Source: an optimization exercise on an open RTL-to-GDS flow (aim: small area, a short achievable clock period and few clock cycles per item). Production flows keep margins and buffers that such runs may drop.
The RTL was checked by simulation tests, not by an equivalence proof against the original design.

### config.mk
export PLATFORM = sky130hd
export DESIGN_NAME = pu24_alu
export DESIGN_NICKNAME = pu24_alu
export VERILOG_FILES = /design/flow/design.v
export SDC_FILE = /design/flow/constraint.sdc
export NUM_CORES = 4
export LEC_CHECK = 0
export CAP_MARGIN = 20
export CORE_MARGIN = 2
export CORE_UTILIZATION = 40
export SLEW_MARGIN = 20
### constraint.sdc
create_clock -name core_clock -period 20.0 [get_ports {clk}]
set_input_delay 4.0000 -clock core_clock [delete_from_list [all_inputs] [get_ports {clk}]]
set_output_delay 4.0000 -clock core_clock [all_outputs]
set_load 0.01 [all_outputs]
### design.v
module pu24_alu (
    input  wire        clk,
    input  wire        rst,
    input  wire        in_valid,
    output wire        in_ready,
    input  wire [1:0]  in_op,
    input  wire [31:0] in_a,
    input  wire [31:0] in_b,
    output reg         out_valid,
    output wire [31:0] out_word,
    output wire [3:0]  out_res,
    output reg         out_div0
);
    localparam OP_MUL  = 2'd0;
    localparam OP_MACS = 2'd1;
    localparam OP_MACA = 2'd2;
    localparam OP_DIV  = 2'd3;
    localparam NS = 4;               
    localparam NC = 32 / NS;         
    localparam [31:0] MAXW = 32'h7FFF_FFFF;
    localparam [31:0] MINW = 32'h8000_0001;
    reg [71:0] acc;
    reg [63:0] p_q;        
    reg        cin_q;      
    reg        add_acc;    
    reg        wr_acc;     
    reg        div_busy;
    reg [3:0]  dcnt;
    reg [31:0] rem;        
    reg [31:0] dq;         
    reg [31:0] dvs;        
    reg        d_ovf;      
    reg        d_zero;     
    reg        d_neg;
    reg        d_div0;
    assign in_ready = ~div_busy;
    wire accept = in_valid & ~div_busy;
    wire signed [63:0] prod = $signed(in_a) * $signed(in_b);
    wire [31:0] a_mag = in_a[31] ? (~in_a + 32'd1) : in_a;
    wire [31:0] b_mag = in_b[31] ? (~in_b + 32'd1) : in_b;
    wire        ovf_in = ({7'd0, a_mag[31:7]} >= b_mag);
    integer i;
    reg [31:0] r_n;
    reg [31:0] q_n;
    reg [32:0] t_n;
    reg        b_n;
    always @* begin
        r_n = rem;
        q_n = dq;
        for (i = 0; i < NS; i = i + 1) begin
            b_n = q_n[31];
            t_n = {r_n, b_n} - {1'b0, dvs};
            q_n = {q_n[30:0], ~t_n[32]};
            r_n = t_n[32] ? {r_n[30:0], b_n} : t_n[31:0];
        end
    end
    wire [31:0] q2  = d_zero ? 32'd0 : (d_ovf ? 32'hFFFF_FFFF : q_n);
    wire [63:0] q2s = {9'd0, q2, 23'd0};
    wire [71:0] x = {{8{p_q[63]}}, p_q} + (add_acc ? acc : 72'd0) + {71'd0, cin_q};
    wire        x_neg = x[71];
    wire        c24 = x_neg ? (x[23] & (|x[22:0])) : x[23];
    wire [47:0] r = x[71:24] + {47'd0, c24};
    wire        ovf_p = ~r[47] & (|r[46:31]);
    wire        ovf_n = r[47] & ~((&r[46:31]) & (|r[30:0]));
    assign out_word = ovf_p ? MAXW : (ovf_n ? MINW : r[31:0]);
    always @(posedge clk) begin
        if (rst) begin
            acc       <= 72'd0;
            out_valid <= 1'b0;
            div_busy  <= 1'b0;
        end else begin
            if (out_valid && wr_acc)
                acc <= x;
            out_valid <= 1'b0;
            if (div_busy) begin
                rem  <= r_n;
                dq   <= q_n;
                dcnt <= dcnt - 4'd1;
                if (dcnt == 4'd0) begin
                    div_busy  <= 1'b0;
                    out_valid <= 1'b1;
                    p_q       <= d_neg ? ~q2s : q2s;
                    cin_q     <= d_neg;
                    add_acc   <= 1'b0;
                    wr_acc    <= 1'b0;
                    out_div0  <= d_div0;
                end
            end else if (accept) begin
                if (in_op == OP_DIV) begin
                    div_busy <= 1'b1;
                    dcnt     <= NC - 1;
                    rem      <= {7'd0, a_mag[31:7]};
                    dq       <= {a_mag[6:0], 25'd0};
                    dvs      <= b_mag;
                    d_ovf    <= ovf_in;
                    d_zero   <= (in_a == 32'd0);
                    d_neg    <= in_a[31] ^ in_b[31];
                    d_div0   <= (in_b == 32'd0);
                end else begin
                    out_valid <= 1'b1;
                    p_q       <= prod;
                    cin_q     <= 1'b0;
                    add_acc   <= (in_op == OP_MACA);
                    wr_acc    <= (in_op != OP_MUL);
                    out_div0  <= 1'b0;
                end
            end
        end
    end
    wire [6:0] dsum = out_word[3:0]   + out_word[7:4]   + out_word[11:8]  + out_word[15:12]
                    + out_word[19:16] + out_word[23:20] + out_word[27:24] + out_word[31:28];
    wire [4:0] f1 = dsum[6:4] + dsum[3:0];
    wire [3:0] f2 = f1[4] + f1[3:0];
    assign out_res = (f2 == 4'd15) ? 4'd0 : f2;
endmodule
### run.sh
#!/bin/bash
# synth_recipe.tcl (not shown) runs the flow's synth.tcl, then flattens the netlist and writes it again
# the make line also repeats each setting of config.mk as NAME=value (left out here)
make -C /OpenROAD-flow-scripts/flow DESIGN_CONFIG=/design/flow/config.mk WORK_HOME=/design/flow/orfs CLKGATE_MAP_FILE= SYNTH_SCRIPT=/design/flow/synth_recipe.tcl finish
==> notes.md <==
## cell usage after synthesis (19+ instances only)
library cell	number	area [um2]
fa_1	1112	22300
nor3_1	92	460
ha_1	425	5320
buf_1	37	139
a211oi_1	43	323
nand4_1	46	288
dfxtp_1	74	1480
clkbuf_1	341	1280
o21bai_1	36	270
a21oi_1	339	1700
or3_1	42	263
o211ai_1	22	165
nor2_1	365	1370
a31oi_1	28	175
o21a_1	49	368
nand3_1	80	400
a21o_1	131	983
edfxtp_1	172	5160
and3_1	44	275
mux2i_1	36	360
and2_1	356	2230
nor4_1	23	144
o21ai_0	206	1030
inv_1	1297	4870
xor2_1	139	1220
o31ai_1	28	210
nand2b_1	87	544
o21ai_1	27	135
xnor2_1	221	1940
nand2_1	1074	4030
mux2_2	45	507
or2_2	19	119
nor2b_1	30	188
## sequential cells by signal, summed over array words and instances (netlist names)
| register | cells |
|---|---|
| out_valid | 1 |
| d_ovf | 1 |
| dq | 32 |
| d_neg | 1 |
| d_div0 | 1 |
| dvs | 32 |
| out_div0 | 1 |
| div_busy | 1 |
| add_acc | 1 |
| p_q | 64 |
| cin_q | 1 |
| wr_acc | 1 |
| rem | 32 |
| acc | 72 |
| dcnt | 4 |
| d_zero | 1 |
## worst max path at each step
stage	end	slack (ps)	start
finish	out_res[1]	1270	add_acc$_SDFFCE_PP0P_
global route	out_res[1]	220	add_acc$_SDFFCE_PP0P_
CTS	out_res[1]	920	add_acc$_SDFFCE_PP0P_
detailed placement	out_res[1]	1640	add_acc$_SDFFCE_PP0P_
global placement	out_res[1]	1820	add_acc$_SDFFCE_PP0P_
floorplan	out_res[0]	4070	add_acc$_SDFFCE_PP0P_
## cell type report
class,instances,area share (%)
inverters,1299,7.31
clock inverters,13,0.218
multi-input cells,5409,74.8
repair buffers,214,2.56
diodes,6,0.0225
well taps,2058,3.86
clock buffers,41,1.26
flip-flops and latches,246,9.97
## stage by stage
step           instance area [um2]  util [%]
2_1_floorplan                62900         -
6_report                     66700      42.7
3_5_place_dp                 65600      42.0
4_1_cts                      66600      42.7
5_1_grt                      66700      42.7
3_3_place_gp                 65600      42.0
## cell families after synthesis
logic type | after synthesis
compound gates | 1089
xor+xnor | 362
fa+ha+maj | 1537
buf+inv | 1701
flops | 246
mux | 81
simple gates | 2338
## worst max-delay path, delay by kind of cell, from the launching register on
| family | cells | cell delay, ps |
|---|---|---|
| compound gates | 16 | 3990 |
| xor+xnor | 4 | 790 |
| fa+ha+maj | 12 | 4220 |
| buf+inv | 4 | 1040 |
| flops | 1 | 550 |
| mux | 1 | 460 |
| simple gates | 14 | 3020 |
## metal layers
metal / vias to the layer above / share of wire (%) / track usage [%]
met4: 4 / 2.4 / 6.12
met3: 294 / 8.3 / 3.67
li1: 22935 / - / -
met1: 25755 / 44 / 35.3
met5: - / 0.012 / 0
met2: 2058 / 46 / 40.7
==> results by group <==
Timing
  – Period utilization: between 90% and 100%
  – Setup tns final: 0 ps
  – Worst Clk Skew: about 28 ps
  – Unrepaired setup endpoints after global routing: false
  – Crit path time final: 18,730 ps
  – Slew @ Worst Pin: roughly 1100 ps
  – Hold_ws: 450 ps
  – Worst relative slew slack: 26.1%
  – Slew Limit Fails: 0
  – Final setup fails: 0
  – Hold Violations, Final: 0
  – Post-route setup slack: between 1000 and 1500 ps
  – Max Clk Rate: approximately 53 MHz

Drt
  – Drt wl/cell: between 20 and 25 um
  – Initial DRC Count: about 4,000
  – Vias: just over 50,000
  – First-pass iteration count of the detailed router: 6
  – WL final: between 200,000 and 250,000 um
  – Vias per Instance: between 5 and 6
  – Antenna Nets Post-Route: 0
  – Post-route DRC: 0

Clock tree
  – CTS Hold Buffers Added: 0
  – Clock Path Buffers: 3
  – Clk root buf: clkbuf_16
  – CTS tree: yes
  – Reg clk slew, reported paths: 70 ps
  – CTS Sinks: 246
  – Clk Latency, worst-skew pair: a little over 600 ps
  – H-tree Lvls: 1
  – Total CTS buffers: 29
  – Post-CTS resize count: 0
  – Setup Buffers After CTS: 0

Die
  – Initial Util: 40.3%
  – Die W: between 400 and 500 um
  – Total core area: between 150,000 and 200,000 um2
  – Die area: around 160,000 um2
  – # IOs: between 100 and 150
  – Die height: approximately 400 um
  – # rows: 145

Placement
  – Cells after DPL: 9,221
  – GPL Wtd Cong: slightly above 0.9
  – Dpl ws: roughly 1600 ps
  – Hpwl dp: about 150,000 um
  – IO Port Bufs: 107

Finish
  – Register area: 6650 um2
  – Area of the multi-input gates: ~50,000 um2
  – Layout cells sized above 1: approximately 4.4%
  – Fin nets: 8,805
  – Final cell count without fillers: 9,286
  – Commonest cells after routing, fill and taps aside: 1,297 x inv_1, 1,112 x fa_1, 1,073 x nand2_1
  – Commonest non-fill, non-tap cell in the layout: inv_1
  – Area delta synth->final: 6.05%
  – Number of fill cells in the layout: between 15,000 and 20,000

Worst setup path
  – CP startpoint kind: flip-flop
  – Critical R2R Capture: rem[1]$_DFFE_PP_
  – CP max FO: 25
  – CP max stage cell: edfxtp_1
  – Crit path DAT: approximately 15,000 ps
  – Slack of the worst reg-to-reg path: 2170 ps
  – RR Startpoint: dvs[1]$_DFFE_PP_
  – Worst setup EP type: output port
  – R2R cell count: 60
  – CP required: about 16,000 ps
  – CP Class: reg -> out
  – Crit path largest cell delay: approximately 550 ps

Run
  – Number of max-cap violations: 0

Synthesis
  – Syn_area_per_cell: approximately 8.6 um2
  – Net Count, Synth: approximately 9,000
  – Cells after Synth: ~7,400
  – Adder-cell share of the synthesized area: between 40% and 50%
  – Xor/xnor share of the synthesized area: slightly above 5%
  – FF+latch count, synth: about 250
  – Top_reg_cell synth: edfxtp_1
  – Ys async rst share: 0%
  – Number of flops mapped to enable cells by yosys: 172
  – Netlist Area Pre-Place: between 60,000 and 70,000 um2
  – Netlist cell types: 111
  – Synth Area in Compound Gates: approximately 11%
  – Seq/Total Area, Yosys: roughly a tenth
  – Main combinational cell family by area after synthesis: adder cells
  – Syn. warnings: 1
  – Share of synthesized area spent on multiplexers: roughly 1.4%
  – Synth Area in Simple Gates: 17.7%

Min path
  – Hold Path Sink: acc[34]$_SDFFE_PP0P_
  – Hold Path Class: reg -> reg
  – Hold path start: acc[34]$_SDFFE_PP0P_
  – Min-Delay Path Depth: 2

Global route
  – Congestion Overflow GR: 0
  – Tot GR Track Use: between 20 and 30%
  – First-pass GRT wire length: approximately 310,000 um
  – Largest net degree at the start of global routing: 86
  – Vias in the first global route: 52,869
  – Initial antenna violation count: 20

Run status
  – Status: complete, no violations
Testbench counts, summed over its fixed seeds: cycles 13,168, items 4,800.

## port drivers added, routing unchanged
In the flow no input, the clock included, has a driving cell. The finished layout below was timed again as built, in two steps. Step 1: set_driving_cell puts a clkbuf_16 on clk and a buf_2 on each other input, an assumption about the parent block. Step 2 moves the port delays by t, midway between the first and last clock arrival at a register: inputs arrive t later, outputs are due t later. That takes back most of the time a late clock gives input paths. a / b / c = ideal / step 1 / step 2; a / b = the first two.
shift t [ns]: 0.677
slack for setup (ns): 1.271 / 1.202 / 1.880
clock arrival spread, ns: 0.029 / 0.029
slew at the worst register clock pin (ns): 0.07 / 0.07
After both steps setup and hold are still met in this run. For this run, drivers alone change the setup slack by -0.069 ns; drivers and shift together by +0.609 ns.
